Background: an optimization exercise with open tools, aiming at small area, a short achievable clock period and few clock cycles. Do not read the settings as production practice.
Only simulation tests tie the RTL to the original design; equivalence was not proved.

Setup of old:
Design cvu, start of the top module:
module cvu (
    input  wire        clk,
    input  wire        rst,             
    input  wire        ctrl_bind,
    input  wire        ctrl_release,
    input  wire        ctrl_snap,
    input  wire [1:0]  cfg_mode,
    input  wire [5:0]  cfg_width_m1,
    input  wire        cfg_refin,
    input  wire        cfg_refout,
    input  wire [63:0] cfg_poly,
    input  wire [63:0] cfg_init,
    input  wire [63:0] cfg_xorout,
    input  wire        clr_res_valid,
    input  wire        clr_res_ovr,
    input  wire        in_valid,
    output wire        in_ready,
    input  wire [63:0] in_data,
    input  wire [2:0]  in_nbytes_m1,    
    input  wire        in_end,          
    input  wire        in_close,        
    input  wire        in_abort,        
    output wire        bound,
    output wire        pending,
    output reg         res_valid,
    output reg         res_ovr,
    output reg         res_invalid,
    output wire [1:0]  status,
    output reg  [63:0] result,
    output reg  [63:0] res_bytes,
    output reg  [31:0] res_units
);
For scale: about 8000 cells after synthesis, about 710 flip-flops, about 450 I/O pins, roughly 64000 um^2 of cells after synthesis.
clock: 44.0 ns
lec_check: 0
cap_margin: 20
core_margin: 2
core_utilization: 55
slew_margin: 20
synth_hierarchical: 1
standard.sh (not shown) runs the stock make flow with config.mk's settings and CLKGATE_MAP_FILE= SYNTH_SCRIPT=/design/flow/synth_recipe.tcl, a recipe that flattens the netlist after the stock synthesis.
==> flow/flow/run.sh <==
#!/bin/bash
# Standard ORFS layout (the standard.sh, standard synthesis), with the
# resizer's setup repair asked for extra slack (SETUP_SLACK_MARGIN) so that
# it works on the paths that set the achieved period, and plain buffers on
# the ports.  flow/knobs.txt holds these make variables, one per line.  The
# SDC (clock period, I/O delays) is unchanged.  Each tool's output goes to a
# log file in this folder (make's to flow_make.log, ORFS's own logs under
# orfs/logs).
set -euo pipefail
mapfile -t KNOBS < <(grep -v '^#' flow/knobs.txt | grep -v '^$')
bash standard.sh "${KNOBS[@]}" finish > flow_make.log 2>&1
==> flow/flow/knobs.txt <==
SETUP_SLACK_MARGIN=33.8
TNS_END_PERCENT=100
MATCH_CELL_FOOTPRINT=0
BUFFER_PORTS_ARGS=-buffer_cell sky130_fd_sc_hd__buf_1
CTS_BUF_LIST=sky130_fd_sc_hd__clkbuf_8
DONT_USE_CELLS=sky130_fd_sc_hd__probe_p_8 sky130_fd_sc_hd__probec_p_8 sky130_fd_sc_hd__lpflow_bleeder_1 sky130_fd_sc_hd__lpflow_clkbufkapwr_1 sky130_fd_sc_hd__lpflow_clkbufkapwr_16 sky130_fd_sc_hd__lpflow_clkbufkapwr_2 sky130_fd_sc_hd__lpflow_clkbufkapwr_4 sky130_fd_sc_hd__lpflow_clkbufkapwr_8 sky130_fd_sc_hd__lpflow_clkinvkapwr_1 sky130_fd_sc_hd__lpflow_clkinvkapwr_16 sky130_fd_sc_hd__lpflow_clkinvkapwr_2 sky130_fd_sc_hd__lpflow_clkinvkapwr_4 sky130_fd_sc_hd__lpflow_clkinvkapwr_8 sky130_fd_sc_hd__lpflow_decapkapwr_12 sky130_fd_sc_hd__lpflow_decapkapwr_3 sky130_fd_sc_hd__lpflow_decapkapwr_4 sky130_fd_sc_hd__lpflow_decapkapwr_6 sky130_fd_sc_hd__lpflow_decapkapwr_8 sky130_fd_sc_hd__lpflow_inputiso0n_1 sky130_fd_sc_hd__lpflow_inputiso0p_1 sky130_fd_sc_hd__lpflow_inputiso1n_1 sky130_fd_sc_hd__lpflow_inputiso1p_1 sky130_fd_sc_hd__lpflow_inputisolatch_1 sky130_fd_sc_hd__lpflow_isobufsrc_1 sky130_fd_sc_hd__lpflow_isobufsrc_16 sky130_fd_sc_hd__lpflow_isobufsrc_2 sky130_fd_sc_hd__lpflow_isobufsrc_4 sky130_fd_sc_hd__lpflow_isobufsrc_8 sky130_fd_sc_hd__lpflow_isobufsrckapwr_16 sky130_fd_sc_hd__lpflow_lsbuf_lh_hl_isowell_tap_1 sky130_fd_sc_hd__lpflow_lsbuf_lh_hl_isowell_tap_2 sky130_fd_sc_hd__lpflow_lsbuf_lh_hl_isowell_tap_4 sky130_fd_sc_hd__lpflow_lsbuf_lh_isowell_4 sky130_fd_sc_hd__lpflow_lsbuf_lh_isowell_tap_1 sky130_fd_sc_hd__lpflow_lsbuf_lh_isowell_tap_2 sky130_fd_sc_hd__lpflow_lsbuf_lh_isowell_tap_4  sky130_fd_sc_hd__xnor3_1 sky130_fd_sc_hd__xnor3_2 sky130_fd_sc_hd__xnor3_4 sky130_fd_sc_hd__xor3_1 sky130_fd_sc_hd__xor3_2 sky130_fd_sc_hd__xor3_4
Testbench counts of old, summed over its fixed seeds: cycles 141,870.
Changes in new relative to old:
--- a/flow/design.v
+++ b/flow/design.v
@@ -60,23 +60,22 @@
     assign bound   = bound_q & nbf_o;
     assign pending = pending_q & nbf_o;
     assign status  = nbf_o ? status_q : ST_BAD_PARAM;
     reg         unb;          
     reg         npend;        
     wire        ub   = unb | bf;               
     wire        bnd  = ~ub;
     wire        pend = ~npend & ~bf;
     reg         ir_q;
     reg  [1:0]  ph;           
     reg         hi_pend;      
-    reg         clean;        
     wire        su_a = su_aq & ~bf;    
     reg         su_b;         
     reg  [4:0]  su_cnt;
     reg  [5:0]  b_wm1;
     reg  [63:0] b_poly, b_init;
     reg  [31:0] b_g;
     reg         b_refin, b_refout;
     always @(*) begin
         case (cfg_mode)
             2'd0: begin
                 b_wm1 = 6'd31; b_poly = 64'h04C1_1DB7_0000_0000;
@@ -272,44 +271,43 @@
                 close_units = s1_units;
                 close_inv   = s1_inv;
                 s1_bytes    = 64'd0;
                 s1_units    = 32'd0;
                 s1_inv      = 1'b0;
             end
         end
     end
     wire        sel_ci   = (close_init & ~su_a) | su_b;
     wire        sel_bak  = (ph != 2'd0) & ~rdy_fed;
     wire [63:0] close_val = sel_ci ? ci_q : (sel_bak ? bak : close_crc);
-    wire        reinit   = close_now | aborted;
-    wire        restart  = (reinit & ~clean) | (ctrl_release & bnd);
+    wire        restart  = close_now | aborted | (ctrl_release & bnd);
     wire        bound_n, pending_n, pu_n, su_a_n, bf_n;
     wire [1:0]  status_n;
     cvu_cmd u_cmd (
         .ctrl_bind(ctrl_bind), .ctrl_release(ctrl_release),
         .cfg_mode(cfg_mode),
         .bnd(bnd), .s1_pending(s1_pending), .s1_in_unit(s1_in_unit),
         .status(status),
         .bound_n(bound_n), .pending_n(pending_n), .status_n(status_n),
         .pu_n(pu_n), .su_a_n(su_a_n)
     );
     cvu_chk u_chk (
         .ctrl_bind(ctrl_bind), .ub(ub),
         .cfg_mode(cfg_mode), .cfg_width_m1(cfg_width_m1),
         .cfg_poly(cfg_poly), .cfg_init(cfg_init), .cfg_xorout(cfg_xorout),
         .bf_n(bf_n)
     );
     wire        setup_nc = (ctrl_bind & ub) | su_a | (su_b & (su_cnt != 5'd31));
     wire [1:0]  ph_nx    = ph + {1'b0, proc & end_q};
     wire        ph_ok    = nb_q[2] ? (ph_nx == 2'd2) : (ph_nx == 2'd1);
-    wire        x_n      = ~setup_nc & ~restart &
+    wire        x_n      = ~setup_nc & ~(in_abort | ctrl_snap | ctrl_release) &
                            (cap ? (~end_q | ph_ok) : ~in_end);
     wire        cap_n    = in_valid & ~in_ready;
     always @(posedge clk) begin
         d_q     <= in_data;
         nb_q    <= in_nbytes_m1;
         end_q   <= in_end;
         close_q <= in_close;
         if (rst) begin
             bound_q     <= 1'b0;
             pending_q   <= 1'b0;
             bf          <= 1'b0;
@@ -342,34 +340,32 @@
             bf        <= bf_n;
             nbf_o     <= ~bf_n;
             ir_q      <= ~bound_n | pu_n | (cap_n & x_n);
             cnt_bytes <= s1_bytes;
             cnt_units <= s1_units;
             snap_def  <= s1_snap_def;
             inv_q     <= s1_inv;
             in_unit   <= s1_in_unit;
             cap     <= cap_n;
             x_q     <= x_n;
             hi_pend <= feed & ~end_q & nb_q[2] & ~aborted & ~ctrl_release;
-            if (feed | restart | ~cap)
+            if (beat | restart | ~cap)
                 ph <= 2'd0;
             else if (proc & end_q)
                 ph <= ph + 2'd1;
             if (ph == 2'd0) bak <= close_crc;
-            if (reinit)    clean <= 1'b1;
-            else if (feed) clean <= 1'b0;
             if (su_a)
                 crc <= rev64(poly_q);
             else if (su_b) begin
                 if (su_cnt == 5'd1) crc <= init_q;
-            end else if (reinit & (~clean | feed))
+            end else if (close_now | aborted)
                 crc <= init_q;
             else if (proc)
                 crc <= eng;
             su_aq <= su_a_n;
             if (ctrl_release)
                 su_b <= 1'b0;
             else if (su_a)
                 su_b <= 1'b1;
             else if (su_b && su_cnt == 5'd31)
                 su_b <= 1'b0;
             if (su_a) begin
@@ -391,23 +387,22 @@
             if (ub) begin
                 wm1_q     <= b_wm1;
                 refin_q   <= b_refin;
                 refout_q  <= b_refout;
                 poly_q    <= b_poly;
                 init_q    <= b_init;
                 g_q       <= b_g;
                 ci_q      <= (cfg_mode == 2'd3) ? cfg_xorout : 64'd0;
                 crc       <= (cfg_mode == 2'd3) ? rev64(cfg_init) : b_init;
                 cnt_bytes <= 64'd0;
                 cnt_units <= 32'd0;
-                clean     <= 1'b1;
             end
             if (clr_res_valid) res_valid <= 1'b0;
             if (clr_res_ovr)   res_ovr   <= 1'b0;
             if (close_now) begin
                 result      <= close_val;
                 res_bytes   <= close_bytes;
                 res_units   <= close_units;
                 res_invalid <= close_inv;
                 res_valid   <= 1'b1;
                 if (res_valid && !clr_res_valid) res_ovr <= 1'b1;
             end
Notes after the runs:
Higher share of the synthesized area in compound gates (AO/OA/AOI/OAI) among new and old: old. Worst hold slack in new vs old: up 0.0045 ns. The global-route wire length before repair in new was lower than what old gave. The higher final critical path time including I/O delays and setup of new and old is in old. old was routed with more vias than new. XOR/XNOR share of the synthesized area ends up higher on new.
Testbench counts of new, summed over its fixed seeds: cycles 141,870.

separate check: timing with driven ports:
The results above use ideal ports. As a check the final layouts listed here were re-extracted and re-timed, cells and wires unchanged.
Step 1 (the two cells are an assumption about what drives the block):
set clk [get_ports {clk}]
set_driving_cell -lib_cell sky130_fd_sc_hd__clkbuf_16 $clk
set_driving_cell -lib_cell sky130_fd_sc_hd__buf_2 [delete_from_list [all_inputs] $clk]
Step 2, shift: input delay + t, output delay - t, t = (earliest + latest rising clock arrival at the registers) / 2. This alone moves slack from input paths to output paths.
Three values: ideal ports, drivers, drivers and shift; two values: the first two.
| run | t (ns) | setup slack, ns | latest minus earliest clock arrival (ns) |
|---|---|---|---|
| old | 0.945 | 33.662 / 33.584 / 32.813 | 0.090 / 0.090 |
| new | 0.833 | 33.748 / 33.682 / 32.925 | 0.040 / 0.040 |
After both steps every run listed still meets setup and hold. For old, which loses most, drivers alone change the setup slack by -0.078 ns; drivers and shift together by -0.849 ns.
